What follows belongs to an exercise in optimizing a design on an open flow for small area, a short achievable clock period and few clock cycles per item; a production flow would make more cautious choices. At most, simulation tests tie the RTL to the original design; equivalence was not proved. The RTL of run 1 was laid out without a check of its function.

<file path="design/flow/run.sh">
#!/bin/bash
# synth_recipe.tcl (not shown) runs the flow's synth.tcl, then flattens the netlist and writes it again
# the make line also repeats each setting of config.mk as NAME=value (left out here)
make -C /OpenROAD-flow-scripts/flow DESIGN_CONFIG=/design/flow/config.mk WORK_HOME=/design/flow/orfs CLKGATE_MAP_FILE= SYNTH_SCRIPT=/design/flow/synth_recipe.tcl finish
</file>
<file path="design/flow/constraint.sdc">
create_clock -name core_clock -period 12.0 [get_ports {clk}]
set_input_delay 2.4000 -clock core_clock [delete_from_list [all_inputs] [get_ports {clk}]]
set_output_delay 2.4000 -clock core_clock [all_outputs]
set_load 0.01 [all_outputs]
</file>
<file path="design/flow/config.mk">
export PLATFORM = sky130hd
export DESIGN_NAME = srn_place
export DESIGN_NICKNAME = srn_place
export VERILOG_FILES = /design/flow/design.v
export SDC_FILE = /design/flow/constraint.sdc
export NUM_CORES = 4
export LEC_CHECK = 0
export CAP_MARGIN = 20
export CORE_MARGIN = 2
export CORE_UTILIZATION = 40
export SLEW_MARGIN = 20
</file>
<file path="design/flow/design.v">
module srn_sipround (
    input  wire        second,     
    input  wire [63:0] p_i,
    input  wire [63:0] q_i,
    input  wire [63:0] r_i,
    input  wire [63:0] s_i,
    output wire [63:0] x_o,
    output wire [63:0] y_o,
    output wire [63:0] qr_o,
    output wire [63:0] sr_o
);
    assign x_o  = p_i + q_i;
    assign y_o  = r_i + s_i;
    assign qr_o = second ? {q_i[46:0], q_i[63:47]}       
                         : {q_i[50:0], q_i[63:51]};      
    assign sr_o = second ? {s_i[42:0], s_i[63:43]}       
                         : {s_i[47:0], s_i[63:48]};      
endmodule
module srn_place (
    input  wire         clk,
    input  wire         rst,           
    input  wire         key_load,      
    input  wire [127:0] key,           
    input  wire         req_valid,
    output wire         req_ready,
    input  wire [15:0]  req_frame,
    input  wire [8:0]   req_block,
    input  wire [7:0]   req_tweak,
    input  wire [5:0]   req_line,
    output wire         resp_valid,
    input  wire         resp_ready,
    output wire [5:0]   resp_chan
);
    localparam [63:0] C0 = 64'h736f6d6570736575;
    localparam [63:0] C1 = 64'h646f72616e646f6d;
    localparam [63:0] C2 = 64'h6c7967656e657261;
    localparam [63:0] C3 = 64'h7465646279746573;
    localparam [63:0] M1 = 64'h0800000000000000;
    localparam [23:0] SB = {3'd2, 3'd5, 3'd3, 3'd0, 3'd7, 3'd1, 3'd4, 3'd6};
    reg  [127:0] kb;
    wire [63:0]  k0 = kb[63:0];
    wire [63:0]  k1 = kb[127:64];
    reg  [32:0]  tag;           
    reg          tag_ok;        
    reg          pending;       
    reg          rdy;
    reg  [6:0]   q_mem [0:15];  
    reg  [4:0]   q_wp, q_rp;
    wire [32:0]  req_tag = {req_tweak, req_block, req_frame};
    wire         accept  = req_valid & rdy & ~rst;
    wire         new_blk = ~tag_ok | (req_tag != tag);
    reg  [63:0]  p, q, r, s;
    reg  [3:0]   hc;            
    reg          hrun;
    reg  [32:0]  mt;            
    reg  [17:0]  h_cur, h_n1, h_n2;
    reg          ok1, ok2;
    wire [63:0]  m0_new = {24'd0, tag[32:25], 7'd0, tag[24:16], tag[15:0]};
    wire [63:0]  m0     = {24'd0, mt[32:25], 7'd0, mt[24:16], mt[15:0]};
    wire [63:0]  x, y, qr, sr;
    srn_sipround u_half (
        .second(hc[0]),
        .p_i(p), .q_i(q), .r_i(r), .s_i(s),
        .x_o(x), .y_o(y), .qr_o(qr), .sr_o(sr)
    );
    wire [63:0]  p_inj = (hc == 4'd3) ? m0 : (hc == 4'd7) ? M1 : 64'd0;
    wire [63:0]  r_inj = (hc == 4'd7) ? 64'h00000000000000ff : 64'd0;
    wire [63:0]  s_inj = (hc == 4'd3) ? M1 : 64'd0;
    wire [63:0]  p_n = y ^ p_inj;
    wire [63:0]  q_n = qr ^ x;
    wire [63:0]  r_n = {x[31:0], x[63:32]} ^ r_inj;
    wire [63:0]  s_n = (sr ^ s_inj) ^ y;
    wire         fin    = hrun & (hc == 4'd15);
    wire [17:0]  h_fin  = y[17:0] ^ q_n[17:0] ^ x[49:32] ^ s_n[17:0];
    wire         start  = pending & (~hrun | fin) & ~ok1;
    wire [6:0]   head   = q_mem[q_rp[3:0]];
    wire         q_any  = (q_wp != q_rp);
    reg          f1_v;
    reg  [5:0]   f1_lr;
    reg  [11:0]  f1_k;           
    reg  [5:0]   chan_r;
    reg          resp_valid_r;
    wire         out_free = ~resp_valid_r | resp_ready;
    wire         s1_free  = ~f1_v | out_free;
    wire         pop      = q_any & (~head[6] | ok1) & s1_free;
    wire         fpop     = pop & head[6];
    wire         s1_adv   = f1_v & out_free;
    wire [17:0]  hk       = head[6] ? h_n1 : h_cur;
    reg [2:0] fl, fr, ft, gl, gr, gt;
    integer i;
    always @(*) begin
        fl = head[5:3];
        fr = head[2:0];
        for (i = 0; i < 2; i = i + 1) begin
            ft = fl ^ SB[3*(fr ^ hk[3*i +: 3]) +: 3];
            fl = fr;
            fr = ft;
        end
        gl = f1_lr[5:3];
        gr = f1_lr[2:0];
        for (i = 0; i < 4; i = i + 1) begin
            gt = gl ^ SB[3*(gr ^ f1_k[3*i +: 3]) +: 3];
            gl = gr;
            gr = gt;
        end
    end
    assign req_ready  = rdy;
    assign resp_valid = resp_valid_r;
    assign resp_chan  = chan_r;
    wire [4:0]   q_wp_n  = q_wp + {4'd0, accept};
    wire [4:0]   q_rp_n  = q_rp + {4'd0, pop};
    wire [4:0]   q_cnt_n = q_wp_n - q_rp_n;
    wire         pend_n  = (pending & ~start) | (accept & new_blk);
    wire         run_n   = start | (hrun & ~fin);
    wire [3:0]   hc_n    = start ? 4'd0 : hc + 4'd1;
    always @(posedge clk) begin
        if (key_load)
            kb <= key;
    end
    always @(posedge clk) begin
        if (accept) begin
            tag <= req_tag;
            q_mem[q_wp[3:0]] <= {new_blk, req_line};
        end
        if (pop) begin
            f1_lr <= {fl, fr};
            f1_k  <= hk[17:6];
        end
        if (s1_adv)
            chan_r <= {gl, gr};
    end
    always @(posedge clk) begin
        if (rst) begin
            q_wp         <= 5'd0;
            q_rp         <= 5'd0;
            pending      <= 1'b0;
            tag_ok       <= 1'b0;
            rdy          <= 1'b1;
            hrun         <= 1'b0;
            ok1          <= 1'b0;
            ok2          <= 1'b0;
            f1_v         <= 1'b0;
            resp_valid_r <= 1'b0;
        end else begin
            q_wp    <= q_wp_n;
            q_rp    <= q_rp_n;
            pending <= pend_n;
            hrun    <= run_n;
            rdy     <= ~pend_n & ~q_cnt_n[4];
            if (key_load)
                tag_ok <= 1'b0;
            else if (accept)
                tag_ok <= 1'b1;
            ok1  <= (fpop ? ok2 : ok1) | fin;
            ok2  <= (~fpop & ok2) | (fin & (fpop ? ok2 : ok1));
            f1_v <= pop | (f1_v & ~out_free);
            resp_valid_r <= s1_adv | (resp_valid_r & ~resp_ready);
        end
    end
    always @(posedge clk) begin
        hc <= hc_n;
        if (start) begin
            p  <= k0 ^ C0;
            q  <= k1 ^ C1;
            r  <= k0 ^ C2;
            s  <= k1 ^ C3 ^ m0_new;
            mt <= tag;
        end else begin
            p <= p_n;
            q <= q_n;
            r <= r_n;
            s <= s_n;
        end
        if (fpop) begin
            h_cur <= h_n1;
            h_n1  <= h_n2;
        end
        if (fin & ~(fpop ? ok2 : ok1))
            h_n1 <= h_fin;
        if (fin & (fpop ? ok2 : ok1))
            h_n2 <= h_fin;
    end
endmodule
</file>
==> results of run 1 <==
-- path summary, 6_finish.rpt --
kind,startpoint,to,cells past startpoint
setup / recovery,rst,rdy$_SDFF_PP1_,12
hold / removal,kb[34]$_DFFE_PP_,p[34]$_DFF_P_,1
hold reg to reg,kb[34]$_DFFE_PP_,p[34]$_DFF_P_,1
setup reg to reg,q[1]$_DFF_P_,q[55]$_DFF_P_,13
-- per-stage QoR --
| stage | std cells | utilization [%] |
|---|---|---|
| 2_1_floorplan | 3021 | - |
| 3_3_place_gp | 4179 | 43.8 |
| 3_5_place_dp | 4179 | 43.8 |
| 4_1_cts | 4318 | 46.9 |
| 5_1_grt | 4318 | 46.9 |
| 6_report | 4320 | 46.9 |
-- routing by layer --
| layer | GRT usage, % | routed length (um) | vias to the layer above |
|---|---|---|---|
| met5 | 0 | 43 | - |
| met2 | 39.4 | 49800 | 940 |
| li1 | - | - | 11200 |
| met4 | 11.8 | 5610 | 6 |
| met3 | 4.64 | 8290 | 196 |
| met1 | 35.2 | 48200 | 11600 |
-- final cells by class --
cell class | count | area share, %
Inverter | 55 | 0.540
Timing Repair Buffer | 207 | 5.15
Sequential cell | 662 | 43.7
Tap cell | 1080 | 3.45
Clock inverter | 43 | 1.34
Antenna cell | 2 | 0.0128
Clock buffer | 96 | 5.26
Multi-Input combinational cell | 2175 | 40.5
-- synthesized netlist by cell type, types with 8 or more instances --
cell type / number / area share, %
xnor2_2: 8 / 0.39
a31oi_1: 17 / 0.32
nand4_1: 31 / 0.58
a211oi_1: 14 / 0.31
or2_2: 8 / 0.15
o21ai_0: 202 / 3.0
o211ai_1: 11 / 0.25
clkbuf_1: 97 / 1.1
and3_1: 17 / 0.32
inv_1: 55 / 0.61
nand3_1: 36 / 0.54
a21o_1: 85 / 1.9
xnor2_1: 253 / 6.6
nor3_1: 39 / 0.58
edfxtp_1: 384 / 34
ha_1: 142 / 5.3
a21oi_1: 186 / 2.8
mux2i_1: 176 / 5.2
nor2_1: 157 / 1.8
o21bai_1: 25 / 0.56
mux2_2: 34 / 1.1
nor2b_1: 29 / 0.54
dfxtp_1: 278 / 17
mux4_2: 33 / 2.2
nand2b_1: 21 / 0.39
o21ai_1: 13 / 0.19
a21boi_0: 12 / 0.27
xor2_1: 186 / 4.8
o21a_1: 18 / 0.40
and4_1: 10 / 0.26
nand2_1: 305 / 3.4
buf_1: 23 / 0.26
and2_1: 11 / 0.20
-- flip-flops by register name (all words and copies together), names as in the netlist, 4 cells and up --
| register | cells |
|---|---|
| f1_lr | 6 |
| p | 64 |
| tag | 33 |
| kb | 128 |
| q | 64 |
| mt | 33 |
| f1_k | 12 |
| s | 64 |
| chan_r | 6 |
| q_wp | 5 |
| h_n2 | 18 |
| h_n1 | 18 |
| q_mem | 112 |
| hc | 4 |
| h_cur | 18 |
| q_rp | 5 |
| r | 64 |
-- worst reg2reg max path: cells and delay by family (launching register included) --
family	cells	cell delay, ns
compound gates	8	2.58
xor+xnor	1	0.75
fa+ha+maj	1	0.29
flops	1	0.45
simple gates	3	0.58
-- logic make-up (layout without fill, tap and decap cells) --
kind of cell | after synthesis | count (layout)
xor gates and xnor gates | 453 | 453
other | 0 | 2
buffers and inverters | 184 | 401
DFF | 662 | 662
muxes | 245 | 245
AOI/OAI and AO/OA | 647 | 647
and+or+nand+nor | 686 | 686
adders and majority gates | 144 | 144
==> impl_metrics.csv, run 1 <==
group,metric,value,unit
cts,hold_buffers,0,
place,gp_congestion,1.00,
route,routed_wl,112000,um
finish,regArea,17100,um^2
yosys,yosysUniqueCellTypes,83,
global_routing,grt-ovfl-total,0,
yosys,synth_edf_count,384,
yosys,ys_ff_latch,662,
finish,fin_area,39100,um^2
route,via_per_inst,5.54,
worst_setup_path,worstSetupEndpointType,"register",
sta,maxSlewViolCount,0,
finish,fin_nets,3492,
sta,worstMarginPinSlew,1.17,ns
route,drc,0,
floorplan,die_h,294,um
cts,clk_path_buf_depth,3,
sta,max-slew-margin-rel,21.7,%
cts,post-cts-setup-buffer-count,0,
finish,final.fill_count,7681,
global_routing,grt_pass1_wl,160000,um
sta,setup_ws,6.87,ns
yosys,syn_area_per_cell,11.1,um^2
global_routing,antenna_found_initial,6,
route,drt_iter0_drc,2452,
floorplan,rows,106,
finish,final_common_cell,"edfxtp_1",
yosys,synthFlopType,"edfxtp_1",
worst_setup_path,arrival,5.68,ns
floorplan,dieArea,86400,um^2
cts,clock_latency,0.66,ns
cts,cts_resized,0,
worst_setup_path,critPathTopFamily,"buffers and inverters",
place,dpl.hpwl,88600,um
route,wl_per_cell,25.9,um
cts,cts_tree,"yes",
sta,rsz0062_at_grt,"no",
global_routing,grt_use_total,25.7,%
finish,multi_input_area,15900,um^2
floorplan,core,83400,um^2
yosys,yosys.area_share.simple,9.15,%
route,dr_total_vias,24000,
cts,cts.clk_slew.worst_paths,0.06,ns
yosys,syn-cell-area,33600,um^2
sta,whs,0.442,ns
cts,htree_levels,3,
global_routing,grt_max_degree,175,
yosys,synth_warnings,1,
sta,setup_viol,0,
worst_setup_path,crit_chain,"clkdlybuf4s50_1 -> or2_2 -> inv_1 -> buf_4 -> ha_1 -> ha_1 -> ha_1 -> a21o_1 -> a21o_1 -> a21oi_1 -> xnor2_1 -> a21o_1",
place,pre_cts_ws,6.17,ns
yosys,synth.yosys.seq_area_share,50.8,%
yosys,synthXorXnorAreaFrac,12.1,%
route,postRouteAntennaNets,0,
yosys,async_flop_share,0,%
cts,clockRootBuffer,"clkbuf_16",
worst_setup_path,critPathSlowestCell,"clkdlybuf4s50_1",
status,status,"no timing/DRC/antenna violations",
worst_setup_path,crit_fanout,36,
worst_setup_path,crit_type,"input port to register",
yosys,synth_fa_ha_area_share,5.40,%
yosys,synthCells,3021,
cts,cts.sink_count,662,
yosys,syn-num-nets,3337,
floorplan,io_pins,180,
floorplan,die_x,294,um
route,first_pass_iters,7,
sta,hold_viol_final,0,
job,max_cap_violations,0,
sta,finalClockSkew,0.0554,ns
worst_setup_path,regToRegSetupSlack,7.18,ns
cts,numCtsBuffers,75,
global_routing,grt_pass1_vias,23200,
worst_setup_path,crit_path_start_kind,"input port",
finish,drive_gt1_share,8.06,%
place,numPortBuffers,179,
worst_hold_path,hp-class,"register to register",
sta,max_freq,195,MHz
yosys,synth_top_family_by_area,"XOR/XNOR gates",
finish,syn_to_final_growth,16.3,%
yosys,synth_compound_area_share,11.7,%
finish,final_cell_mix,"edfxtp_1 (384), nand2_1 (305), dfxtp_1 (276)",
sta,period_share,42.7,%
worst_setup_path,crit_buf_inv,3,
sta,fin_crit,5.13,ns
floorplan,initial_utilization,40.3,%
place,dpl_cell_area,36500,um^2
worst_setup_path,cp.required,12.56,ns
yosys,synthMuxAreaShare,8.67,%
sta,tns,0,ns
worst_setup_path,crit_path_max_incr_delay,0.76,ns
==> run 2, diff against run 1 <==
--- a/design/flow/design.v
+++ b/design/flow/design.v
@@ -47,14 +47,16 @@
     reg  [6:0]   q_mem [0:15];  
     reg  [4:0]   q_wp, q_rp;
     wire [32:0]  req_tag = {req_tweak, req_block, req_frame};
-    wire         accept  = req_valid & rdy & ~rst;
+    wire         accept  = req_valid & rdy;
     wire         new_blk = ~tag_ok | (req_tag != tag);
     reg  [63:0]  p, q, r, s;
     reg  [3:0]   hc;            
     reg          hrun;
     reg  [32:0]  mt;            
-    reg  [17:0]  h_cur, h_n1, h_n2;
-    reg          ok1, ok2;
+    reg  [17:0]  hs0, hs1, hs2;
+    reg  [2:0]   h_at, h_wr;
+    reg  [1:0]   nh;
+    wire         ok1 = (nh != 2'd0);
     wire [63:0]  m0_new = {24'd0, tag[32:25], 7'd0, tag[24:16], tag[15:0]};
     wire [63:0]  m0     = {24'd0, mt[32:25], 7'd0, mt[24:16], mt[15:0]};
     wire [63:0]  x, y, qr, sr;
@@ -85,7 +87,9 @@
     wire         pop      = q_any & (~head[6] | ok1) & s1_free;
     wire         fpop     = pop & head[6];
     wire         s1_adv   = f1_v & out_free;
-    wire [17:0]  hk       = head[6] ? h_n1 : h_cur;
+    wire [2:0]   h_sel    = head[6] ? {h_at[1:0], h_at[2]} : h_at;
+    wire [17:0]  hk       = ({18{h_sel[0]}} & hs0) | ({18{h_sel[1]}} & hs1) |
+                            ({18{h_sel[2]}} & hs2);
     reg [2:0] fl, fr, ft, gl, gr, gt;
     integer i;
     always @(*) begin
@@ -107,9 +111,8 @@
     assign req_ready  = rdy;
     assign resp_valid = resp_valid_r;
     assign resp_chan  = chan_r;
-    wire [4:0]   q_wp_n  = q_wp + {4'd0, accept};
-    wire [4:0]   q_rp_n  = q_rp + {4'd0, pop};
-    wire [4:0]   q_cnt_n = q_wp_n - q_rp_n;
+    reg          q_15, q_16;
+    wire         full_n  = (q_15 & accept & ~pop) | (q_16 & ~pop);
     wire         pend_n  = (pending & ~start) | (accept & new_blk);
     wire         run_n   = start | (hrun & ~fin);
     wire [3:0]   hc_n    = start ? 4'd0 : hc + 4'd1;
@@ -133,26 +136,39 @@
         if (rst) begin
             q_wp         <= 5'd0;
             q_rp         <= 5'd0;
+            q_15         <= 1'b0;
+            q_16         <= 1'b0;
+            h_at         <= 3'b001;
+            h_wr         <= 3'b010;
+            nh           <= 2'd0;
             pending      <= 1'b0;
             tag_ok       <= 1'b0;
             rdy          <= 1'b1;
             hrun         <= 1'b0;
-            ok1          <= 1'b0;
-            ok2          <= 1'b0;
             f1_v         <= 1'b0;
             resp_valid_r <= 1'b0;
         end else begin
-            q_wp    <= q_wp_n;
-            q_rp    <= q_rp_n;
+            q_wp    <= q_wp + {4'd0, accept};
+            q_rp    <= q_rp + {4'd0, pop};
+            if (accept != pop) begin
+                q_15 <= accept ? (q_wp - q_rp == 5'd14) : q_16;
+                q_16 <= accept & q_15;
+            end
             pending <= pend_n;
             hrun    <= run_n;
-            rdy     <= ~pend_n & ~q_cnt_n[4];
+            rdy     <= ~pend_n & ~full_n;
             if (key_load)
                 tag_ok <= 1'b0;
             else if (accept)
                 tag_ok <= 1'b1;
-            ok1  <= (fpop ? ok2 : ok1) | fin;
-            ok2  <= (~fpop & ok2) | (fin & (fpop ? ok2 : ok1));
+            if (fpop)
+                h_at <= {h_at[1:0], h_at[2]};
+            if (fin)
+                h_wr <= {h_wr[1:0], h_wr[2]};
+            if (fin & ~fpop)
+                nh <= nh + 2'd1;
+            else if (fpop & ~fin)
+                nh <= nh - 2'd1;
             f1_v <= pop | (f1_v & ~out_free);
             resp_valid_r <= s1_adv | (resp_valid_r & ~resp_ready);
         end
@@ -171,13 +187,11 @@
             r <= r_n;
             s <= s_n;
         end
-        if (fpop) begin
-            h_cur <= h_n1;
-            h_n1  <= h_n2;
-        end
-        if (fin & ~(fpop ? ok2 : ok1))
-            h_n1 <= h_fin;
-        if (fin & (fpop ? ok2 : ok1))
-            h_n2 <= h_fin;
+        if (fin & h_wr[0])
+            hs0 <= h_fin;
+        if (fin & h_wr[1])
+            hs1 <= h_fin;
+        if (fin & h_wr[2])
+            hs2 <= h_fin;
     end
 endmodule
==> run 2 against run 1 <==
Net effect:
- via count rose by 1.2%
- count of clock-buffer cells in the layout rose by 14
- flip-flop and latch count rose by 8
- critical endpoint is now r[27]$_DFF_P_
- critical path depth did not move
==> impl_metrics.csv, run 2 <==
group,metric,value,unit
sta,worstMarginPinSlew,1.16,ns
place,dp_cells,4179,
worst_setup_path,cp.required,12.49,ns
finish,final_common_cell,"edfxtp_1",
yosys,synth_top_area_cell,"edfxtp_1",
yosys,syn_area_per_cell,11.2,um^2
worst_setup_path,rr_worst_depth,12,
worst_setup_path,worstSetupEndpointType,"register",
sta,setup_ws,7.38,ns
cts,post-cts-setup-buffer-count,0,
yosys,synth_edf_count,384,
sta,fin_crit,4.62,ns
yosys,yosysUniqueCellTypes,71,
worst_setup_path,cp-endpoint,"r[27]$_DFF_P_",
status,status,"no timing/DRC/antenna violations",
finish,multi_input_area,15800,um^2
finish,regArea,17300,um^2
yosys,async_flop_share,0,%
cts,clockRootBuffer,"clkbuf_16",
sta,max_freq,216,MHz
floorplan,initial_utilization,40.4,%
floorplan,die_h,294,um
global_routing,grt_use_total,26.3,%
route,wl_per_cell,26.6,um
cts,hold_buffers,0,
finish,syn_to_final_growth,16.1,%
finish,largest_reg_flops,128,
yosys,synth_warnings,1,
floorplan,rows,106,
yosys,syn-num-nets,3338,
floorplan,die_x,294,um
cts,numCtsBuffers,74,
yosys,synthFlopType,"edfxtp_1",
global_routing,grt_pass1_wl,164000,um
cts,clk_path_buf_depth,3,
sta,tns,0,ns
floorplan,dieArea,86700,um^2
worst_hold_path,hp-class,"register to register",
cts,cts.sink_count,670,
sta,rsz0062_at_grt,"no",
floorplan,core,83600,um^2
yosys,synth_top_area_share,34.2,%
worst_setup_path,reg2reg_to,"r[27]$_DFF_P_",
sta,setup_viol,0,
place,pre_cts_ws,6.92,ns
finish,largest-register,"kb",
global_routing,antenna_found_initial,5,
sta,hold_viol_final,0,
worst_setup_path,regToRegSetupSlack,7.38,ns
route,via_per_inst,5.62,
place,numPortBuffers,179,
worst_setup_path,crit_start,"q[1]$_DFF_P_",
global_routing,grt_max_degree,105,
route,first_pass_iters,7,
finish,final_cell_mix,"edfxtp_1 (384), nand2_1 (320), dfxtp_1 (284)",
route,drc,0,
sta,whs,0.458,ns
route,dr_total_vias,24200,
global_routing,grt_pass1_vias,23700,
cts,cts_tree,"yes",
cts,htree_levels,3,
global_routing,grt-ovfl-total,0,
finish,drive_gt1_share,5.94,%
worst_setup_path,crit_fanout,5,
floorplan,io_pins,180,
yosys,yosysMostFrequentCell,"edfxtp_1",
route,routed_wl,115000,um
cts,cts_resized,0,
worst_setup_path,crit_path_start_kind,"register",
worst_hold_path,whs_path_depth,1,
sta,maxSlewViolCount,0,
route,drt_iter0_drc,2298,
finish,layout.cells.non_filler,4316,
place,gp_congestion,0.989,
yosys,ys_ff_latch,670,
cts,cts.clk_slew.worst_paths,0.07,ns
yosys,synth_common_cells,"edfxtp_1 (384), nand2_1 (320), dfxtp_1 (286)",
yosys,syn-cell-area,33700,um^2
sta,max-slew-margin-rel,22.2,%
yosys,synth_area_leaders,"edfxtp_1 (34%), dfxtp_1 (17%), xnor2_1 (6.5%), ha_1 (5.3%), mux2i_1 (5.1%)",
route,postRouteAntennaNets,0,
worst_setup_path,crit_type,"register to register",
place,dpl.hpwl,90700,um
yosys,synthCells,3022,
sta,finalClockSkew,0.0493,ns
finish,fin_nets,3491,
job,max_cap_violations,0,
yosys,synth.yosys.seq_area_share,51.2,%
worst_setup_path,arrival,5.11,ns
worst_setup_path,r2r-start,"q[1]$_DFF_P_",
sta,period_share,38.5,%
cts,clock_latency,0.66,ns
finish,final.fill_count,7678,
-- run 2: cell count changes after synthesis, sizes merged, moves of 11 or more --
cell,before,now
nand2,305,320
nor3,39,23
a222oi,0,18
mux2,36,10
xnor2,262,251
-- run 2: area by class of cell --
class | instances | area share [%]
clock buffers | 110 | 5.67
inverters | 63 | 0.616
diodes | 1 | 0.00639
repair buffers | 198 | 4.97
multi-input cells | 2168 | 40.3
well taps | 1080 | 3.45
clock inverters | 26 | 0.898
flip-flops and latches | 670 | 44.1
-- run 2: how the worst min path moves through the flow --
stage                     slack [ns]        startpoint       endpoint
after global placement          0.45  kb[36]$_DFFE_PP_  r[36]$_DFF_P_
final                           0.46  kb[61]$_DFFE_PP_  p[61]$_DFF_P_
after CTS                       0.47  kb[36]$_DFFE_PP_  r[36]$_DFF_P_
after floorplan                 0.42   kb[5]$_DFFE_PP_   r[5]$_DFF_P_
after global routing            0.48  kb[36]$_DFFE_PP_  r[36]$_DFF_P_
after detailed placement        0.45  kb[36]$_DFFE_PP_  r[36]$_DFF_P_
-- run 2: cells by family after synthesis --
kind of cell	Yosys count	share of synthesized area, %
flops	670	51.2
buf+inv	184	2.08
xor+xnor	453	12.1
compound gates	673	12.5
simple gates	682	8.99
fa+ha+maj	144	5.39
mux	216	7.79
-- run 2: through the flow --
stage                     area (um^2)  utilization (%)
after floorplan                 33700                -
after global placement          36600             43.8
after detailed placement        36600             43.8
after CTS                       39200             46.9
after global routing            39200             46.9
final                           39200             46.9
-- run 2: critical path, cell delays in order, from the launching register on --
cell      delay [ns]
dfxtp_1         0.45
ha_1            0.29
a211oi_1        0.26
nor2_1          0.12
a31oi_1         0.43
a211oi_1        0.25
nor3_1          0.44
o21ai_0         0.37
a31oi_1         0.52
o21bai_1        0.23
a21boi_0        0.40
xor2_1          0.53
mux2i_1         0.15
-- run 2: layer usage --
layer	up-vias	track usage (%)	share of wire (%)
met3	236	4.58	7.2
met4	4	13.2	5.4
met5	-	0	0.024
li1	11300	-	-
met1	11800	35.6	43
met2	975	40.4	44
Testbench counts of run 2, summed over its fixed seeds: cycles 9,133, items 4,800.
==> run 3, diff against run 2 <==
--- a/design/flow/design.v
+++ b/design/flow/design.v
@@ -73,39 +73,50 @@
     wire [63:0]  r_n = {x[31:0], x[63:32]} ^ r_inj;
     wire [63:0]  s_n = (sr ^ s_inj) ^ y;
     wire         fin    = hrun & (hc == 4'd15);
-    wire [17:0]  h_fin  = y[17:0] ^ q_n[17:0] ^ x[49:32] ^ s_n[17:0];
+    wire [17:0]  h_fin  = (qr[17:0] ^ sr[17:0]) ^ x[17:0] ^ x[49:32];
     wire         start  = pending & (~hrun | fin) & ~ok1;
     wire [6:0]   head   = q_mem[q_rp[3:0]];
     wire         q_any  = (q_wp != q_rp);
-    reg          f1_v;
-    reg  [5:0]   f1_lr;
-    reg  [11:0]  f1_k;           
+    reg          f1_v, f2_v;
+    reg  [5:0]   f1_lr, f2_lr;
+    reg  [5:0]   f2_k;           
     reg  [5:0]   chan_r;
     reg          resp_valid_r;
     wire         out_free = ~resp_valid_r | resp_ready;
-    wire         s1_free  = ~f1_v | out_free;
+    wire         s2_free  = ~f2_v | out_free;
+    wire         s1_free  = ~f1_v | s2_free;
     wire         pop      = q_any & (~head[6] | ok1) & s1_free;
     wire         fpop     = pop & head[6];
-    wire         s1_adv   = f1_v & out_free;
+    wire         s1_adv   = f1_v & s2_free;
+    wire         s2_adv   = f2_v & out_free;
     wire [2:0]   h_sel    = head[6] ? {h_at[1:0], h_at[2]} : h_at;
     wire [17:0]  hk       = ({18{h_sel[0]}} & hs0) | ({18{h_sel[1]}} & hs1) |
                             ({18{h_sel[2]}} & hs2);
-    reg [2:0] fl, fr, ft, gl, gr, gt;
+    wire [17:0]  f1_k     = ({18{h_at[0]}} & hs0) | ({18{h_at[1]}} & hs1) |
+                            ({18{h_at[2]}} & hs2);
+    reg [2:0] fl, fr, ft, gl, gr, gt, el, er, et;
     integer i;
     always @(*) begin
         fl = head[5:3];
         fr = head[2:0];
-        for (i = 0; i < 2; i = i + 1) begin
+        for (i = 0; i < 1; i = i + 1) begin
             ft = fl ^ SB[3*(fr ^ hk[3*i +: 3]) +: 3];
             fl = fr;
             fr = ft;
         end
         gl = f1_lr[5:3];
         gr = f1_lr[2:0];
-        for (i = 0; i < 4; i = i + 1) begin
-            gt = gl ^ SB[3*(gr ^ f1_k[3*i +: 3]) +: 3];
+        for (i = 0; i < 3; i = i + 1) begin
+            gt = gl ^ SB[3*(gr ^ f1_k[3*i+3 +: 3]) +: 3];
             gl = gr;
             gr = gt;
+        end
+        el = f2_lr[5:3];
+        er = f2_lr[2:0];
+        for (i = 0; i < 2; i = i + 1) begin
+            et = el ^ SB[3*(er ^ f2_k[3*i +: 3]) +: 3];
+            el = er;
+            er = et;
         end
     end
     assign req_ready  = rdy;
@@ -127,10 +138,13 @@
         end
         if (pop) begin
             f1_lr <= {fl, fr};
-            f1_k  <= hk[17:6];
-        end
-        if (s1_adv)
-            chan_r <= {gl, gr};
+        end
+        if (s1_adv) begin
+            f2_lr <= {gl, gr};
+            f2_k  <= f1_k[17:12];
+        end
+        if (s2_adv)
+            chan_r <= {el, er};
     end
     always @(posedge clk) begin
         if (rst) begin
@@ -146,6 +160,7 @@
             rdy          <= 1'b1;
             hrun         <= 1'b0;
             f1_v         <= 1'b0;
+            f2_v         <= 1'b0;
             resp_valid_r <= 1'b0;
         end else begin
             q_wp    <= q_wp + {4'd0, accept};
@@ -169,8 +184,9 @@
                 nh <= nh + 2'd1;
             else if (fpop & ~fin)
                 nh <= nh - 2'd1;
-            f1_v <= pop | (f1_v & ~out_free);
-            resp_valid_r <= s1_adv | (resp_valid_r & ~resp_ready);
+            f1_v <= pop | (f1_v & ~s2_free);
+            f2_v <= s1_adv | (f2_v & ~out_free);
+            resp_valid_r <= s2_adv | (resp_valid_r & ~resp_ready);
         end
     end
     always @(posedge clk) begin
==> design/flow/flow/run.sh (new file) <==
#!/bin/bash
set -euo pipefail
SETUP_MARGIN=$(cat flow/setup_margin.txt)
bash standard.sh \
    "SETUP_SLACK_MARGIN=${SETUP_MARGIN}" \
    "BUFFER_PORTS_ARGS=-buffer_cell sky130_fd_sc_hd__buf_2" \
    finish > standard_flow.log 2>&1
test -s out/final.def
==> design/flow/flow/setup_margin.txt (new file) <==
8.3
==> design/flow/standard.sh (new file) <==
#!/bin/bash
# synth_recipe.tcl (not shown) runs the flow's synth.tcl, then flattens the netlist and writes it again
# the make line also repeats each setting of config.mk as NAME=value (left out here)
make -C /OpenROAD-flow-scripts/flow DESIGN_CONFIG=/design/flow/config.mk WORK_HOME=/design/flow/orfs CLKGATE_MAP_FILE= SYNTH_SCRIPT=/design/flow/synth_recipe.tcl "${@:-finish}"
--- a/design/flow/config.mk
+++ b/design/flow/config.mk
@@ -8,4 +8,6 @@
 export CAP_MARGIN = 20
 export CORE_MARGIN = 2
 export CORE_UTILIZATION = 40
+export CTS_CLUSTER_DIAMETER = 100
+export CTS_CLUSTER_SIZE = 20
 export SLEW_MARGIN = 20
removed: design/flow/run.sh
==> run 3 against run 2 <==
Net effect:
- synthesized area is essentially flat
- die area is essentially flat
- register-to-register slack gained 0.91 ns
- routed wire length grew 5.3%
- maximum frequency grew 25%
- cell area shrank 1.9%
- via count grew 2.6%
- critical endpoint is now p[48]$_DFF_P_
- largest cell class unchanged
- highest routed layer unchanged
==> impl_metrics.csv, run 3 <==
group,metric,value,unit
finish,fin_nets,3542,
yosys,synth_edf_count,384,
sta,max-slew-margin-rel,15.0,%
yosys,ys_ff_latch,671,
floorplan,initial_utilization,40.3,%
route,routed_wl,121000,um
cts,cts.clk_slew.worst_paths,0.09,ns
floorplan,die_x,294,um
cts,clock_latency,0.64,ns
finish,drive_gt1_share,15.0,%
worst_setup_path,worstSetupEndpointType,"register",
yosys,synth_top_area_cell,"edfxtp_1",
route,postRouteAntennaNets,0,
yosys,synth_warnings,1,
sta,maxSlewViolCount,0,
place,dpl_cell_area,35700,um^2
yosys,syn-cell-area,33700,um^2
status,status,"no timing/DRC/antenna violations",
worst_setup_path,crit_chain,"ha_1 -> nand3_1 -> nand2_1 -> nand3_4 -> buf_4 -> buf_16 -> o21ai_0",
global_routing,grt_pass1_wl,167000,um
worst_setup_path,critPathSlowestCell,"dfxtp_4",
yosys,yosysMostFrequentCell,"edfxtp_1",
floorplan,io_pins,180,
sta,rsz0062_at_grt,"yes",
worst_hold_path,hp-class,"register to register",
worst_setup_path,crit_path_start_kind,"register",
route,first_pass_iters,5,
cts,hold_buffers,0,
sta,finalClockSkew,0.0438,ns
worst_setup_path,arrival,4.16,ns
route,wl_per_cell,27.8,um
route,dr_total_vias,24900,
yosys,synth.yosys.seq_area_share,51.3,%
yosys,syn-num-nets,3371,
floorplan,dieArea,86600,um^2
global_routing,grt-ovfl-total,0,
yosys,synth_top_area_share,34.2,%
sta,worstMarginPinSlew,1.24,ns
route,via_per_inst,5.74,
sta,fin_crit,3.71,ns
yosys,async_flop_share,0,%
cts,clockRootBuffer,"clkbuf_16",
cts,numCtsBuffers,42,
finish,final_common_cell,"edfxtp_1",
place,numPortBuffers,179,
yosys,synth_area_leaders,"edfxtp_1 (34%), dfxtp_1 (17%), xnor2_1 (6.6%), ha_1 (5.4%), mux2i_1 (5.0%)",
worst_setup_path,crit_path_max_incr_delay,0.65,ns
finish,largest_reg_flops,128,
sta,period_share,30.9,%
global_routing,grt_pass1_vias,23300,
cts,cts_tree,"yes",
sta,max_freq,270,MHz
floorplan,rows,106,
floorplan,core,83600,um^2
finish,largest-register,"kb",
yosys,synthCells,3051,
route,drc,0,
sta,tns,0,ns
finish,syn_to_final_growth,14.0,%
global_routing,antenna_found_initial,5,
place,gp_congestion,1.05,
worst_setup_path,crit_fanout,162,
floorplan,die_h,294,um
cts,clk_path_buf_depth,3,
yosys,synthFlopType,"edfxtp_1",
finish,fin_area,38400,um^2
route,drt_iter0_drc,2628,
sta,hold_viol_final,0,
yosys,yosysUniqueCellTypes,75,
cts,cts.sink_count,671,
worst_setup_path,cp.required,12.46,ns
global_routing,grt_max_degree,163,
global_routing,grt_use_total,27.1,%
job,max_cap_violations,0,
yosys,syn_area_per_cell,11.0,um^2
cts,htree_levels,2,
finish,final_cell_mix,"edfxtp_1 (384), nand2_1 (350), dfxtp_1 (280)",
sta,setup_viol,0,
yosys,synth_common_cells,"edfxtp_1 (384), nand2_1 (352), dfxtp_1 (287)",
place,dpl.hpwl,94400,um
worst_setup_path,crit_type,"register to register",
## run 3: cell types whose count changed after synthesis, moves of 6 or more
cell       before  now
a21oi_1       182  206
clkbuf_1       97  107
or2_2           7    0
inv_1          60   54
o21ai_1         0   19
o21ai_0       210  217
and2_1         19   10
nor2_1        157  147
nor4_1          4   11
a21o_1         84   68
o2111ai_1       7    1
nand2_1       320  352
or3_1          11    5
o211ai_1       16    7
## run 3: cell families after synthesis
| logic type | share of synthesized area, % |
|---|---|
| adders and majority gates | 5.54 |
| muxes | 7.68 |
| AOI/OAI and AO/OA | 12.3 |
| DFF | 51.3 |
| buffers and inverters | 2.12 |
| and+or+nand+nor | 9.08 |
| xor gates and xnor gates | 12.1 |
## run 3: layer usage
| metal | global-route usage, % | wire length [um] |
|---|---|---|
| met1 | 39.4 | 53200 |
| met2 | 39.9 | 51400 |
| met5 | 0 | 22 |
| met3 | 5.19 | 11100 |
| met4 | 10.1 | 5030 |
## run 3: final timing paths
kind	from	endpoint	slack, ns	depth (start not counted)
max	hc[0]$_SDFF_PP0_	p[48]$_DFF_P_	8.29	7
min	kb[48]$_DFFE_PP_	r[48]$_DFF_P_	0.46	1
max reg2reg	hc[0]$_SDFF_PP0_	p[48]$_DFF_P_	8.29	7
min reg2reg	kb[48]$_DFFE_PP_	r[48]$_DFF_P_	0.46	1
## run 3: area by class of cell
cell class | count | area (um^2)
Inverter | 56 | 231
Sequential cell | 671 | 17300
Fill cell | 7747 | 45100
Antenna cell | 2 | 5.00
Timing Repair inverter | 1 | 8.76
Clock buffer | 66 | 1140
Tap cell | 1080 | 1350
Timing Repair Buffer | 254 | 1660
Clock inverter | 11 | 160
Multi-Input combinational cell | 2196 | 16600
## run 3: timing repair
action / CTS / global route
setup endpoints to repair: 212 / 158
cloned: 2 / 3
gates resized for setup: 79 / 75
endpoints found under the hold margin: 0 / 0
buffers inserted: 18 / 41
pin swaps: 24 / 37
## run 3: stage by stage
stage          cells  utilization, %  setup WS [ns]  hold WS (ns)
3_3_place_gp    4194            42.7           7.39         0.444
4_1_cts         4291            45.1           8.23         0.463
6_report        4337            46.0           8.29         0.463
3_5_place_dp    4194            42.7           7.39         0.447
5_1_grt         4335            46.0           8.19         0.486
2_1_floorplan   3051               -           8.16         0.419
## run 3: critical path: cells and delay by family (launching register included)
| kind | cells | cell delay, ns |
|---|---|---|
| AO/OA/AOI/OAI | 1 | 0.58 |
| buffers and inverters | 2 | 0.85 |
| AND/OR/NAND/NOR | 3 | 0.92 |
| adder cells (fa/ha/maj) | 1 | 0.32 |
| flip-flops | 1 | 0.65 |
Testbench counts of run 3, summed over its fixed seeds: cycles 9,141, items 4,800.
==> run 4, diff against run 3 <==
==> design/flow/flow/run.sh (replaced) <==
#!/bin/bash
set -euo pipefail
SETUP_MARGIN=$(cat flow/setup_margin.txt)
bash standard.sh \
    "SETUP_SLACK_MARGIN=${SETUP_MARGIN}" \
    "BUFFER_PORTS_ARGS=-buffer_cell sky130_fd_sc_hd__buf_1" \
    finish > standard_flow.log 2>&1
test -s out/final.def
==> run 4 against run 3 <==
Net effect:
- routed wire length down 0.18%
- highest routed layer unchanged
- core utilization down 0.27 points
- still clean on timing, DRC and antenna
==> impl_metrics.csv, run 4 <==
group,metric,value,unit
cts,cts.clk_slew.worst_paths,0.09,ns
floorplan,rows,106,
yosys,synth_top_family_by_area,"compound AO/OA/AOI/OAI gates",
place,gp_congestion,1.06,
sta,tns,0,ns
global_routing,grt_pass1_wl,169000,um
finish,multi_input_area,16600,um^2
yosys,ys_ff_latch,671,
worst_setup_path,cp.required,12.51,ns
worst_hold_path,hp-class,"register to register",
yosys,synth.yosys.seq_area_share,51.3,%
finish,final_cell_mix,"edfxtp_1 (384), nand2_1 (350), dfxtp_1 (280)",
finish,largest-register,"kb",
yosys,synth_area_leaders,"edfxtp_1 (34%), dfxtp_1 (17%), xnor2_1 (6.6%), ha_1 (5.4%), mux2i_1 (5.0%)",
cts,cts.sink_count,671,
floorplan,initial_utilization,40.3,%
route,wl_per_cell,27.8,um
finish,fin_nets,3533,
floorplan,dieArea,86600,um^2
sta,worstMarginPinSlew,1.18,ns
yosys,synth_edf_count,384,
worst_setup_path,crit_type,"register to register",
yosys,synth_warnings,1,
route,first_pass_iters,6,
global_routing,grt-ovfl-total,0,
sta,period_share,31.0,%
yosys,synthMuxAreaShare,7.68,%
yosys,synth_compound_area_share,12.3,%
route,via_per_inst,5.75,
route,drt_iter0_drc,2740,
sta,finalClockSkew,0.0462,ns
sta,setup_viol,0,
place,numPortBuffers,179,
route,dr_total_vias,24900,
sta,max_freq,269,MHz
finish,drive_gt1_share,9.61,%
yosys,synth_top_area_share,34.2,%
finish,layout.cells.non_filler,4332,
cts,clockRootBuffer,"clkbuf_16",
global_routing,antenna_found_initial,9,
sta,max-slew-margin-rel,19.1,%
cts,cts_tree,"yes",
floorplan,io_pins,180,
yosys,synth_common_cells,"edfxtp_1 (384), nand2_1 (352), dfxtp_1 (287)",
place,dpl.hpwl,95500,um
global_routing,grt_use_total,27.3,%
cts,clock_latency,0.63,ns
yosys,yosysUniqueCellTypes,75,
worst_setup_path,worstSetupEndpointType,"register",
yosys,synth_fa_ha_area_share,5.54,%
place,dp_cells,4194,
cts,hold_buffers,0,
floorplan,die_h,294,um
route,postRouteAntennaNets,0,
yosys,synthFlopType,"edfxtp_1",
sta,maxSlewViolCount,0,
cts,numCtsBuffers,43,
cts,htree_levels,2,
yosys,syn-cell-area,33700,um^2
cts,clk_path_buf_depth,3,
yosys,yosys.area_share.simple,9.08,%
finish,largest_reg_flops,128,
yosys,async_flop_share,0,%
global_routing,grt_pass1_vias,23400,
job,max_cap_violations,0,
worst_setup_path,crit_fanout,8,
route,drc,0,
worst_setup_path,crit_path_start_kind,"register",
yosys,syn-num-nets,3371,
global_routing,grt_max_degree,93,
sta,rsz0062_at_grt,"yes",
finish,final.fill_count,7768,
floorplan,die_x,294,um
sta,hold_viol_final,0,
yosys,yosysMostFrequentCell,"edfxtp_1",
status,status,"no timing/DRC/antenna violations",
yosys,syn_area_per_cell,11.0,um^2
finish,syn_to_final_growth,13.3,%
floorplan,core,83600,um^2
yosys,synthCells,3051,
route,routed_wl,121000,um
sta,fin_crit,3.72,ns
finish,regArea,17300,um^2
finish,final_common_cell,"edfxtp_1",
worst_setup_path,arrival,4.23,ns
yosys,synth_top_area_cell,"edfxtp_1",
yosys,synthXorXnorAreaFrac,12.1,%
[run 4: timing repair]
action	CTS	global route
hold endpoints to repair	0	0
buffers inserted	18	33
cloned	2	1
gates resized for setup	84	92
pin swaps	19	40
endpoints found under the setup margin	331	285
[run 4: through the flow]
stage          utilization (%)  hold WS, ns  worst slack [ns]  cell area, um^2
2_1_floorplan                -        0.419              8.16            33800
3_5_place_dp              42.4        0.436              7.37            35500
4_1_cts                   44.8        0.456              8.21            37500
6_report                  45.7        0.450              8.28            38200
5_1_grt                   45.7        0.493              8.17            38200
3_3_place_gp              42.4        0.446              7.41            35500
[run 4: critical path: stages, from the launching register on]
cell     delay, ns
dfxtp_1       0.62
ha_1          0.43
nand2_1       0.17
nor4_1        0.47
nor2b_1       0.19
nor3_1        0.06
o32ai_2       0.25
buf_4         0.19
o21a_1        0.23
xor2_1        0.63
xnor2_1       0.16
a21o_1        0.20
[run 4: cells by family after synthesis]
kind of cell | count (synthesis)
compound gates | 686
buf+inv | 186
simple gates | 696
fa+ha+maj | 148
mux | 212
xor+xnor | 452
flops | 671
[run 4: layout make-up]
| type | count | share of cell area, % |
|---|---|---|
| Sequential cell | 671 | 45.3 |
| Multi-Input combinational cell | 2196 | 43.5 |
| Tap cell | 1080 | 3.54 |
| Timing Repair Buffer | 245 | 3.49 |
| Clock buffer | 68 | 3.12 |
| Inverter | 56 | 0.632 |
| Clock inverter | 10 | 0.347 |
| Antenna cell | 6 | 0.0393 |
[run 4: path summary, 6_finish.rpt]
path	startpoint	endpoint	slack (ns)	depth (start not counted)
worst max-delay path	p[35]$_DFF_P_	q[51]$_DFF_P_	8.28	11
worst min-delay path	kb[39]$_DFFE_PP_	r[39]$_DFF_P_	0.45	2
worst max register to register	p[35]$_DFF_P_	q[51]$_DFF_P_	8.28	11
worst min register to register	kb[39]$_DFFE_PP_	r[39]$_DFF_P_	0.45	2
[run 4: routing by layer]
layer | routed length (um) | share of wire (%) | global-route usage (%)
met1 | 53500 | 44 | 39.7
met2 | 50300 | 42 | 39.6
met3 | 11000 | 9.1 | 5.58
met4 | 5710 | 4.7 | 10.9
met5 | 11 | 0.0091 | 0
==> run 5, diff against run 4 <==
--- a/design/flow/design.v
+++ b/design/flow/design.v
@@ -9,12 +9,37 @@
     output wire [63:0] qr_o,
     output wire [63:0] sr_o
 );
-    assign x_o  = p_i + q_i;
-    assign y_o  = r_i + s_i;
+    srn_add64 u_x (.a(p_i), .b(q_i), .s(x_o));
+    srn_add64 u_y (.a(r_i), .b(s_i), .s(y_o));
     assign qr_o = second ? {q_i[46:0], q_i[63:47]}       
                          : {q_i[50:0], q_i[63:51]};      
     assign sr_o = second ? {s_i[42:0], s_i[63:43]}       
                          : {s_i[47:0], s_i[63:48]};      
+endmodule
+module srn_add64 (
+    input  wire [63:0] a,
+    input  wire [63:0] b,
+    output wire [63:0] s
+);
+    wire [447:0] g, p;
+    assign g[63:0] = a & b;
+    assign p[63:0] = a ^ b;
+    genvar l, i;
+    generate
+        for (l = 0; l < 6; l = l + 1) begin : lv
+            for (i = 0; i < 64; i = i + 1) begin : bt
+                if ((i >> l) & 1) begin : comb
+                    localparam integer J = ((i >> l) << l) - 1;
+                    assign g[64*(l+1) + i] = g[64*l + i] | (p[64*l + i] & g[64*l + J]);
+                    assign p[64*(l+1) + i] = p[64*l + i] & p[64*l + J];
+                end else begin : pass
+                    assign g[64*(l+1) + i] = g[64*l + i];
+                    assign p[64*(l+1) + i] = p[64*l + i];
+                end
+            end
+        end
+    endgenerate
+    assign s = p[63:0] ^ {g[64*6 +: 63], 1'b0};
 endmodule
 module srn_place (
     input  wire         clk,
@@ -79,7 +104,7 @@
     wire         q_any  = (q_wp != q_rp);
     reg          f1_v, f2_v;
     reg  [5:0]   f1_lr, f2_lr;
-    reg  [5:0]   f2_k;           
+    reg  [8:0]   f2_k;           
     reg  [5:0]   chan_r;
     reg          resp_valid_r;
     wire         out_free = ~resp_valid_r | resp_ready;
@@ -106,14 +131,14 @@
         end
         gl = f1_lr[5:3];
         gr = f1_lr[2:0];
-        for (i = 0; i < 3; i = i + 1) begin
+        for (i = 0; i < 2; i = i + 1) begin
             gt = gl ^ SB[3*(gr ^ f1_k[3*i+3 +: 3]) +: 3];
             gl = gr;
             gr = gt;
         end
         el = f2_lr[5:3];
         er = f2_lr[2:0];
-        for (i = 0; i < 2; i = i + 1) begin
+        for (i = 0; i < 3; i = i + 1) begin
             et = el ^ SB[3*(er ^ f2_k[3*i +: 3]) +: 3];
             el = er;
             er = et;
@@ -141,7 +166,7 @@
         end
         if (s1_adv) begin
             f2_lr <= {gl, gr};
-            f2_k  <= f1_k[17:12];
+            f2_k  <= f1_k[17:9];
         end
         if (s2_adv)
             chan_r <= {el, er};
==> run 5 against run 4 <==
Net effect:
- synthesized cell count is 12% lower
- die area shrank 4.6%
- first-iteration DRC count is 9.7% lower
- largest cell class unchanged
==> impl_metrics.csv, run 5 <==
group,metric,value,unit
worst_setup_path,crit_chain,"ha_2 -> a21oi_1 -> o21ai_0 -> nor2_1 -> nor2_1 -> a211oi_2 -> o21ai_0 -> nor2_1 -> nand2_1 -> xnor2_1 -> xnor2_1 -> o21ai_0",
place,gp_congestion,0.997,
yosys,synthXorXnorAreaFrac,11.8,%
cts,htree_levels,2,
yosys,synth_edf_count,387,
worst_setup_path,critPathSlowestCell,"xnor2_1",
yosys,synth_warnings,1,
route,drt_iter0_drc,2475,
place,pre_cts_ws,6.85,ns
yosys,synth_compound_area_share,9.09,%
yosys,synth_top_family_by_area,"XOR/XNOR gates",
sta,finalClockSkew,0.0470,ns
cts,cts.clk_slew.worst_paths,0.09,ns
route,drc,0,
floorplan,die_x,287,um
worst_hold_path,hp-class,"register to register",
yosys,synthCells,2693,
yosys,yosys.area_share.simple,8.08,%
worst_setup_path,crit_path_start_kind,"register",
floorplan,core,79300,um^2
status,status,"no timing/DRC/antenna violations",
finish,largest_reg_flops,128,
worst_setup_path,rr_worst_depth,12,
finish,fin_area,36600,um^2
yosys,synth_top_area_cell,"edfxtp_1",
floorplan,die_h,287,um
sta,tns,0,ns
yosys,async_flop_share,0,%
worst_setup_path,cp.required,12.50,ns
yosys,synth.yosys.seq_area_share,54.0,%
cts,clock_latency,0.64,ns
cts,cts_tree,"yes",
job,max_cap_violations,0,
sta,hold_viol_final,0,
worst_setup_path,r2r-start,"q[33]$_DFF_P_",
worst_hold_path,min_from,"kb[115]$_DFFE_PP_",
route,routed_wl,105000,um
floorplan,io_pins,180,
yosys,ys_ff_latch,674,
finish,layout.cells.non_filler,3976,
route,first_pass_iters,6,
global_routing,grt-ovfl-total,0,
global_routing,antenna_found_initial,7,
worst_setup_path,regToRegSetupSlack,8.22,ns
floorplan,initial_utilization,40.6,%
global_routing,grt_use_total,25.0,%
floorplan,dieArea,82600,um^2
finish,drive_gt1_share,12.0,%
yosys,synth_common_cells,"edfxtp_1 (387), dfxtp_1 (287), xnor2_1 (245)",
sta,setup_viol,0,
cts,clockRootBuffer,"clkbuf_16",
yosys,synth_top_area_share,36.2,%
yosys,synth_area_leaders,"edfxtp_1 (36%), dfxtp_1 (18%), xnor2_1 (6.7%), ha_1 (5.7%), mux2i_1 (5.5%)",
sta,max-slew-margin-rel,26.1,%
place,dpl_cell_area,34000,um^2
route,via_per_inst,5.56,
yosys,synth_fa_ha_area_share,6.43,%
yosys,syn-num-nets,3023,
place,dpl.hpwl,80300,um
sta,period_share,31.5,%
route,postRouteAntennaNets,0,
route,wl_per_cell,26.5,um
worst_setup_path,worstSetupEndpointType,"register",
finish,largest-register,"kb",
sta,max_freq,265,MHz
place,numPortBuffers,179,
global_routing,grt_max_degree,77,
finish,fin_nets,3224,
sta,maxSlewViolCount,0,
yosys,yosysMostFrequentCell,"edfxtp_1",
sta,worstMarginPinSlew,1.10,ns
finish,final_common_cell,"edfxtp_1",
worst_setup_path,crit_type,"register to register",
finish,syn_to_final_growth,13.8,%
route,dr_total_vias,22100,
floorplan,rows,103,
cts,clk_path_buf_depth,3,
cts,cts.sink_count,674,
yosys,syn-cell-area,32100,um^2
worst_setup_path,crit_buf_inv,0,
sta,setup_ws,8.22,ns
worst_hold_path,hold_end,"q[51]$_DFF_P_",
worst_setup_path,crit_path_max_incr_delay,0.77,ns
place,dp_cells,3844,
worst_setup_path,arrival,4.28,ns
global_routing,grt_pass1_wl,149000,um
sta,fin_crit,3.78,ns
yosys,syn_area_per_cell,11.9,um^2
worst_setup_path,critPathTopFamily,"compound AO/OA/AOI/OAI gates",
yosys,synthFlopType,"edfxtp_1",
worst_setup_path,reg2reg_to,"q[56]$_DFF_P_",
finish,final_util,46.2,%
cts,numCtsBuffers,41,
finish,final_cell_mix,"edfxtp_1 (387), dfxtp_1 (269), nand2_1 (235)",
yosys,synthMuxAreaShare,8.46,%
global_routing,grt_pass1_vias,21600,
worst_hold_path,whs_path_depth,1,
yosys,yosysUniqueCellTypes,89,
worst_setup_path,crit_fanout,6,
sta,rsz0062_at_grt,"yes",
cts,hold_buffers,0,
-- run 5: cell count changes after synthesis, moves of 21 or more --
| cell | before | now |
|---|---|---|
| nand2_1 | 352 | 236 |
| o21ai_0 | 217 | 183 |
| clkbuf_1 | 107 | 64 |
| inv_1 | 54 | 75 |
| a21o_1 | 68 | 28 |
| a21oi_1 | 206 | 130 |
-- run 5: worst register-to-register path, cell delays in order (launching register included) --
cell and delay [ns]:
dfxtp_1 0.50, ha_2 0.42, a21oi_1 0.16, o21ai_0 0.22, nor2_1 0.17, nor2_1 0.06, a211oi_2 0.40, o21ai_0 0.33
nor2_1 0.23, nand2_1 0.14, xnor2_1 0.77, xnor2_1 0.18, o21ai_0 0.09
-- run 5: repair_timing --
item / in CTS / in global routing
endpoints found under the setup margin: 348 / 196
resized for setup: 83 / 80
pin swaps: 26 / 45
gates cloned: 3 / 1
setup buffers: 28 / 25
-- run 5: cell families (layout without fill, tap and decap cells) --
family                     after synthesis  count (layout)
AOI/OAI and AO/OA                      473             473
xor gates and xnor gates               423             423
DFF                                    674             674
adders and majority gates              158             158
other                                    0               1
buffers and inverters                  170             400
muxes                                  227             227
and+or+nand+nor                        568             570
-- run 5: worst max-delay path by stage --
stage / from / endpoint / slack [ns] / cells past startpoint
6_report: q[33]$_DFF_P_ / q[56]$_DFF_P_ / 8.22 / 12
5_1_grt: q[21]$_DFF_P_ / hs2[6]$_DFFE_PP_ / 8.21 / 10
4_1_cts: s[0]$_DFF_P_ / s[45]$_DFF_P_ / 8.28 / 15
3_5_place_dp: hc[0]$_SDFF_PP0_ / q[60]$_DFF_P_ / 6.85 / 10
3_3_place_gp: hc[0]$_SDFF_PP0_ / q[60]$_DFF_P_ / 6.90 / 10
2_1_floorplan: resp_ready / nh[1]$_SDFFE_PP0P_ / 8.02 / 9
-- run 5: metrics by stage --
| stage | hold WS (ns) |
|---|---|
| floorplan | 0.421 |
| global placement | 0.442 |
| detailed placement | 0.441 |
| CTS | 0.456 |
| global route | 0.465 |
| finish | 0.456 |
-- run 5: final cells by class --
type | instances | area [um^2]
Clock inverter | 8 | 120
Clock buffer | 66 | 1120
Timing Repair Buffer | 248 | 1280
Inverter | 77 | 313
Multi-Input combinational cell | 1851 | 15000
Antenna cell | 1 | 2.50
Tap cell | 1050 | 1310
Fill cell | 7211 | 42700
Timing Repair inverter | 1 | 8.76
Sequential cell | 674 | 17400
-- run 5: routing by layer --
layer  track usage, %  vias up  wire length (um)
li1                 -    10000                 -
met1             36.2    11000             47800
met2             38.3      855             46200
met3             4.22      149              7900
met4             7.27        4              3250
met5                0        -                23
Testbench counts of run 5, summed over its fixed seeds: cycles 9,141, items 4,800.
==> run 6, diff against run 5 <==
==> design/flow/flow/setup_margin.txt (replaced) <==
8.4
==> run 6 against run 5 <==
Net effect:
- first-iteration DRC count is 12% lower
- non-clock buffer count is 12 higher
- flip-flop and latch count stayed put
- core utilization is 0.54 points higher
- critical path depth is 7 lower
- worst hold slack better by 0.0077 ns
- critical path type is now input port to register
==> impl_metrics.csv, run 6 <==
group,metric,value,unit
status,status,"no timing/DRC/antenna violations",
finish,final.fill_count,7151,
worst_setup_path,cp.required,12.28,ns
finish,largest_reg_flops,128,
worst_setup_path,crit_type,"input port to register",
yosys,synth.yosys.seq_area_share,54.0,%
place,dpl_cell_area,34100,um^2
route,drt_iter0_drc,2171,
finish,regArea,17400,um^2
cts,htree_levels,2,
global_routing,grt_pass1_wl,152000,um
global_routing,grt_pass1_vias,21700,
yosys,yosysUniqueCellTypes,89,
cts,numCtsBuffers,41,
route,drc,0,
yosys,syn_area_per_cell,11.9,um^2
yosys,synth_warnings,1,
sta,period_share,30.4,%
yosys,syn-cell-area,32100,um^2
cts,clock_latency,0.62,ns
cts,cts_tree,"yes",
floorplan,io_pins,180,
global_routing,grt_use_total,25.5,%
floorplan,initial_utilization,40.6,%
finish,fin_area,37000,um^2
route,wl_per_cell,27.1,um
yosys,synthFlopType,"edfxtp_1",
sta,worstMarginPinSlew,1.19,ns
worst_setup_path,worstSetupEndpointType,"register",
yosys,synth_common_cells,"edfxtp_1 (387), dfxtp_1 (287), xnor2_1 (245)",
sta,tns,0,ns
worst_setup_path,crit_buf_inv,2,
cts,clockRootBuffer,"clkbuf_16",
place,dpl.hpwl,82600,um
cts,clk_path_buf_depth,3,
finish,multi_input_area,15300,um^2
worst_setup_path,crit_path_max_incr_delay,0.52,ns
route,via_per_inst,5.55,
yosys,ys_ff_latch,674,
yosys,synth_top_area_share,36.2,%
worst_setup_path,critPathSlowestCell,"nor3_4",
yosys,yosysMostFrequentCell,"edfxtp_1",
worst_setup_path,arrival,3.93,ns
cts,cts.clk_slew.worst_paths,0.09,ns
finish,fin_nets,3235,
sta,max_freq,274,MHz
sta,fin_crit,3.65,ns
global_routing,antenna_found_initial,8,
yosys,synth_area_leaders,"edfxtp_1 (36%), dfxtp_1 (18%), xnor2_1 (6.7%), ha_1 (5.7%), mux2i_1 (5.5%)",
finish,syn_to_final_growth,15.2,%
floorplan,core,79300,um^2
yosys,syn-num-nets,3023,
global_routing,grt_max_degree,206,
yosys,synth_top_area_cell,"edfxtp_1",
route,postRouteAntennaNets,0,
sta,rsz0062_at_grt,"yes",
worst_setup_path,crit_chain,"buf_1 -> nand2_2 -> clkinv_4 -> nand3_1 -> nor3_4",
floorplan,dieArea,82600,um^2
finish,largest-register,"kb",
finish,drive_gt1_share,13.3,%
sta,max-slew-margin-rel,20.3,%
yosys,synthCells,2693,
worst_setup_path,crit_path_start_kind,"input port",
sta,maxSlewViolCount,0,
finish,final_cell_mix,"edfxtp_1 (387), dfxtp_1 (264), nand2_1 (235)",
route,routed_wl,108000,um
finish,diodes,0,
sta,setup_viol,0,
worst_hold_path,hp-class,"register to register",
floorplan,die_h,287,um
global_routing,grt-ovfl-total,0,
worst_setup_path,critPathTopFamily,"simple AND/OR/NAND/NOR gates",
cts,cts.sink_count,674,
job,max_cap_violations,0,
sta,hold_viol_final,0,
floorplan,rows,103,
sta,finalClockSkew,0.0535,ns
route,first_pass_iters,5,
finish,final_common_cell,"edfxtp_1",
yosys,async_flop_share,0,%
floorplan,die_x,287,um
route,dr_total_vias,22100,
place,numPortBuffers,179,
yosys,synth_edf_count,387,
worst_setup_path,crit_fanout,42,
place,gp_congestion,0.986,
## run 6: changes by cell type in the layout (fill, tap and decap cells not counted), sizes merged
cell    before  now
buf        245  259
diode        1    0
a31oi       12   13
clkinv       4    5
nand3       35   34
inv         82   79
clkbuf      69   70
## run 6: through the flow
stage                     std cells  utilization [%]  setup WS (ns)  hold WS [ns]
after floorplan                2693                -           8.02         0.421
after global placement         3843             43.0           7.26         0.452
after detailed placement       3843             43.0           7.36         0.451
after CTS                      3952             45.7           8.29         0.461
after global routing           3988             46.7           8.26         0.489
final                          3988             46.7           8.35         0.464
## run 6: layout make-up
cell class	count	area share [%]
Clock inverter	7	0.331
Tap cell	1050	3.55
Clock buffer	69	3.06
Sequential cell	674	47.1
Multi-Input combinational cell	1851	41.2
Timing Repair Buffer	260	3.88
Inverter	77	0.872
## run 6: metal layers
metal	global-route usage (%)	wire length, um
met5	0	30
met1	37.3	49100
met2	39.4	48300
met3	3.68	7830
met4	6.98	2920
## run 6: repair_timing
item	CTS	global route
endpoints found under the setup margin	337	301
hold buffers	0	0
gates resized for setup	110	100
setup buffers	33	33
pin swaps	37	35
gates cloned	0	3
## run 6: kinds of logic (layout without fill, tap and decap cells)
kind of cell	count (synthesis)	in the layout	synth area share (%)
muxes	227	227	8.46
DFF	674	674	54.0
buffers and inverters	170	413	2.09
AOI/OAI and AO/OA	473	474	9.09
xor gates and xnor gates	423	423	11.8
and+or+nand+nor	568	569	8.08
adders and majority gates	158	158	6.43
## run 6: final timing paths
check	cells after the start	to	slack, ns	start
worst max register to register	12	s[51]$_DFF_P_	8.42	s[23]$_DFF_P_
worst min-delay path	1	r[27]$_DFF_P_	0.46	kb[27]$_DFFE_PP_
worst max-delay path	5	q_mem[2][6]$_DFFE_PP_	8.35	req_valid
worst min register to register	1	r[27]$_DFF_P_	0.46	kb[27]$_DFFE_PP_

separate check: timing with driven ports:
How much do the figures lean on ideal ports? The routed layouts below were timed once more, with nothing changed but the port constraints. Step 1 sets driving cells, clkbuf_16 on the clock port and buf_2 on the other inputs (assumed; they add their load-dependent delay and slew). Step 2 moves the port delays by t, midway between the first and last clock arrival at a register: inputs arrive t later, outputs are due t later. That takes back most of the time a late clock gives input paths. Three values: ideal, step 1, step 2; two values: the first two.
run	t, ns	slack for setup (ns)	worst register clock-pin slew, ns	cell pins on the clock port's net
run 1	0.707	6.873 / 6.921 / 6.215	0.07 / 0.07	1
run 2	0.706	7.380 / 7.380 / 6.893	0.08 / 0.08	1
run 3	0.685	8.294 / 8.294 / 7.667	0.10 / 0.10	1
run 4	0.673	8.283 / 8.283 / 7.718	0.10 / 0.10	1
run 5	0.681	8.220 / 8.220 / 7.716	0.09 / 0.09	1
run 6	0.666	8.351 / 8.397 / 7.733	0.09 / 0.09	1
After both steps every run listed still meets setup and hold. For run 1, which loses most, drivers alone change the setup slack by +0.048 ns; drivers and shift together by -0.658 ns.
